Source: an optimization exercise on an open RTL-to-GDS flow (aim: small area, a short achievable clock period and few clock cycles per item). Production flows keep margins and buffers that such runs may drop. Function was checked by simulation only, so behaviour that the tests miss may differ from the original. No activity file was given, so power comes from the tool's default toggle rates.

Setup of job 7396:
Design ofl_fec_rx, start of the top module:
module ofl_fec_rx (
    input  wire         clk,
    input  wire         rst,
    input  wire         in_valid,
    output wire         in_ready,
    input  wire [63:0]  in_data,
    output wire         out_valid,
    input  wire         out_ready,
    output reg  [63:0]  out_data,
    output reg          out_last,
    output reg          out_fec_fail,
    output reg          out_crc_ok,
    output reg  [2:0]   out_corr
);
For scale: ~8300 cells after synthesis, roughly 3100 flip-flops, roughly 0.10 mm2 of cells after synthesis.
export LEC_CHECK = 0
export CAP_MARGIN = 20
export CORE_MARGIN = 2
export CORE_UTILIZATION = 35
export SLEW_MARGIN = 20
create_clock -name core_clock -period 22.0 [get_ports {clk}]
standard.sh (not shown) runs the stock make flow with config.mk's settings and CLKGATE_MAP_FILE= SYNTH_SCRIPT=/design/flow/synth_recipe.tcl, a recipe that flattens the netlist after the stock synthesis.
==> flow/flow/run.sh <==
#!/bin/bash
# The standard layout, with ORFS's timing repair aiming at a setup slack
# of SETUP_SLACK_MARGIN (period 22 - margin) and port buffers of a chosen cell.
set -e
export SETUP_SLACK_MARGIN=16
export BUFFER_PORTS_ARGS="-buffer_cell sky130_fd_sc_hd__buf_2"
bash standard.sh > standard.log 2>&1
Every stage of the flow completed for job 7396, and the final layout passed the timing, design-rule and antenna checks.
Testbench counts of job 7396, summed over its fixed seeds: cycles 61,744, items 1,920.
> inputs changed (job 7396 -> job 2724)
Settings: CTS_CLUSTER_DIAMETER newly set to 60; CORE_UTILIZATION changed from 35 to 55; CTS_BUF_LIST newly set to sky130_fd_sc_hd__clkbuf_8 sky130_fd_sc_hd__clkbuf_16; CTS_CLUSTER_SIZE newly set to 30.
Findings:
Job 2724: full flow OK, the timing, design-rule and antenna checks passed
Wire length in job 2724 vs job 7396: down about 7%
Of job 2724 and job 7396, it is job 2724 that has the lower non-clock buffer count.
Chip width in job 2724 is 20% below job 7396.
Delta (job 2724 minus job 7396): maximum root-to-sink buffer count lost 1; highest clock rate neither gained nor lost much; final design utilization picked up an extra 20 points; number of buffers inserted during clock tree synthesis lost about 45%.
Here is what was changed in the inputs of job 964 compared with job 2724.
Settings: changing CORE_UTILIZATION from 55 to 35.
--- a/flow/flow/run.sh
+++ b/flow/flow/run.sh
@@ -3,5 +3,5 @@
 # of SETUP_SLACK_MARGIN (period 22 - margin) and port buffers of a chosen cell.
 set -e
-export SETUP_SLACK_MARGIN=16
+export SETUP_SLACK_MARGIN=16.5
 export BUFFER_PORTS_ARGS="-buffer_cell sky130_fd_sc_hd__buf_2"
 bash standard.sh > standard.log 2>&1
Results
Job 964 gives more initial antenna violation count than job 2724 did.
Taking job 2724 as the reference point, the met2 usage of job 964 falls by 14 points.
Job 964: area of the die higher than job 2724
Side by side, routing usage on met3 turned out lower in job 964 than in job 2724.
Input changes introduced in job 1807 (baseline for comparison: job 964):
--- a/flow/flow/run.sh
+++ b/flow/flow/run.sh
@@ -3,5 +3,5 @@
 # of SETUP_SLACK_MARGIN (period 22 - margin) and port buffers of a chosen cell.
 set -e
-export SETUP_SLACK_MARGIN=16.5
+export SETUP_SLACK_MARGIN=16
 export BUFFER_PORTS_ARGS="-buffer_cell sky130_fd_sc_hd__buf_2"
 bash standard.sh > standard.log 2>&1
--- outcome ---
- Summary of job 1807 over job 964: total power -1.2%, cell area power density increased 0.70%, placeable core area held.
- Maximum single-stage delay on the critical path: job 1807 vs job 964 — no meaningful difference
- Cell count after placement essentially unchanged between job 964 and job 1807.
- Across both runs, routed wire length on met3 was lower for job 1807 than for job 964.
- In job 1807 the length of routed wiring on met1 turned out about 2% lower than in job 964.
- Sequential share of layout area is higher on job 1807
Edits applied to the flow inputs when going from job 1807 to job 9715:
Settings: CORE_UTILIZATION now 65, was 35; PLACE_DENSITY now 0.75, previously not set.
Findings:
- Share of layout cells above drive strength 1 ended up 1.1 points lower on job 9715 than on job 1807.
- Of job 9715 and job 1807, the higher largest net degree at the start of global routing belongs to job 1807.
- Delta (job 9715 minus job 1807): area growth from synthesis to layout lower, design area lower, minimum clock period after layout lower.
- | total power | job 9715 vs job 1807 | 0.61% lower |
- Non-clock buffer count of job 9715 falls short of that of job 1807 by more than 10%.
- Job 1807 → job 9715: final-report hold violation count ~0 delta, utilization went up by 32 points, die area decreased 46%.

port drivers added, routing unchanged:
The flow's constraints put no driver on any port. The routed layouts listed below were extracted and timed again, unchanged, in two steps.
Step 1 assumes that a clkbuf_16 drives the clock port and a buf_2 every other input.
Step 2 also shifts input and output timing later by t, the mid clock arrival at the registers, as if the neighbouring blocks saw the same clock.
a / b / c = ideal ports / drivers / drivers and shift; a / b = the first two.
run | t, ns | slack for setup (ns) | worst data-port slew with drivers (ns)
job 7396 | 0.889 | 15.981 / 15.903 / 15.212 | 0.20
job 2724 | 0.934 | 15.968 / 15.875 / 15.258 | 0.09
job 964 | 0.923 | 15.916 / 15.839 / 15.608 | 0.18
job 1807 | 0.897 | 15.949 / 15.862 / 15.186 | 0.19
job 9715 | 0.900 | 15.994 / 15.898 / 15.310 | 0.15
After both steps every run listed still meets setup and hold. For job 7396, which loses most, drivers alone change the setup slack by -0.078 ns; drivers and shift together by -0.769 ns.
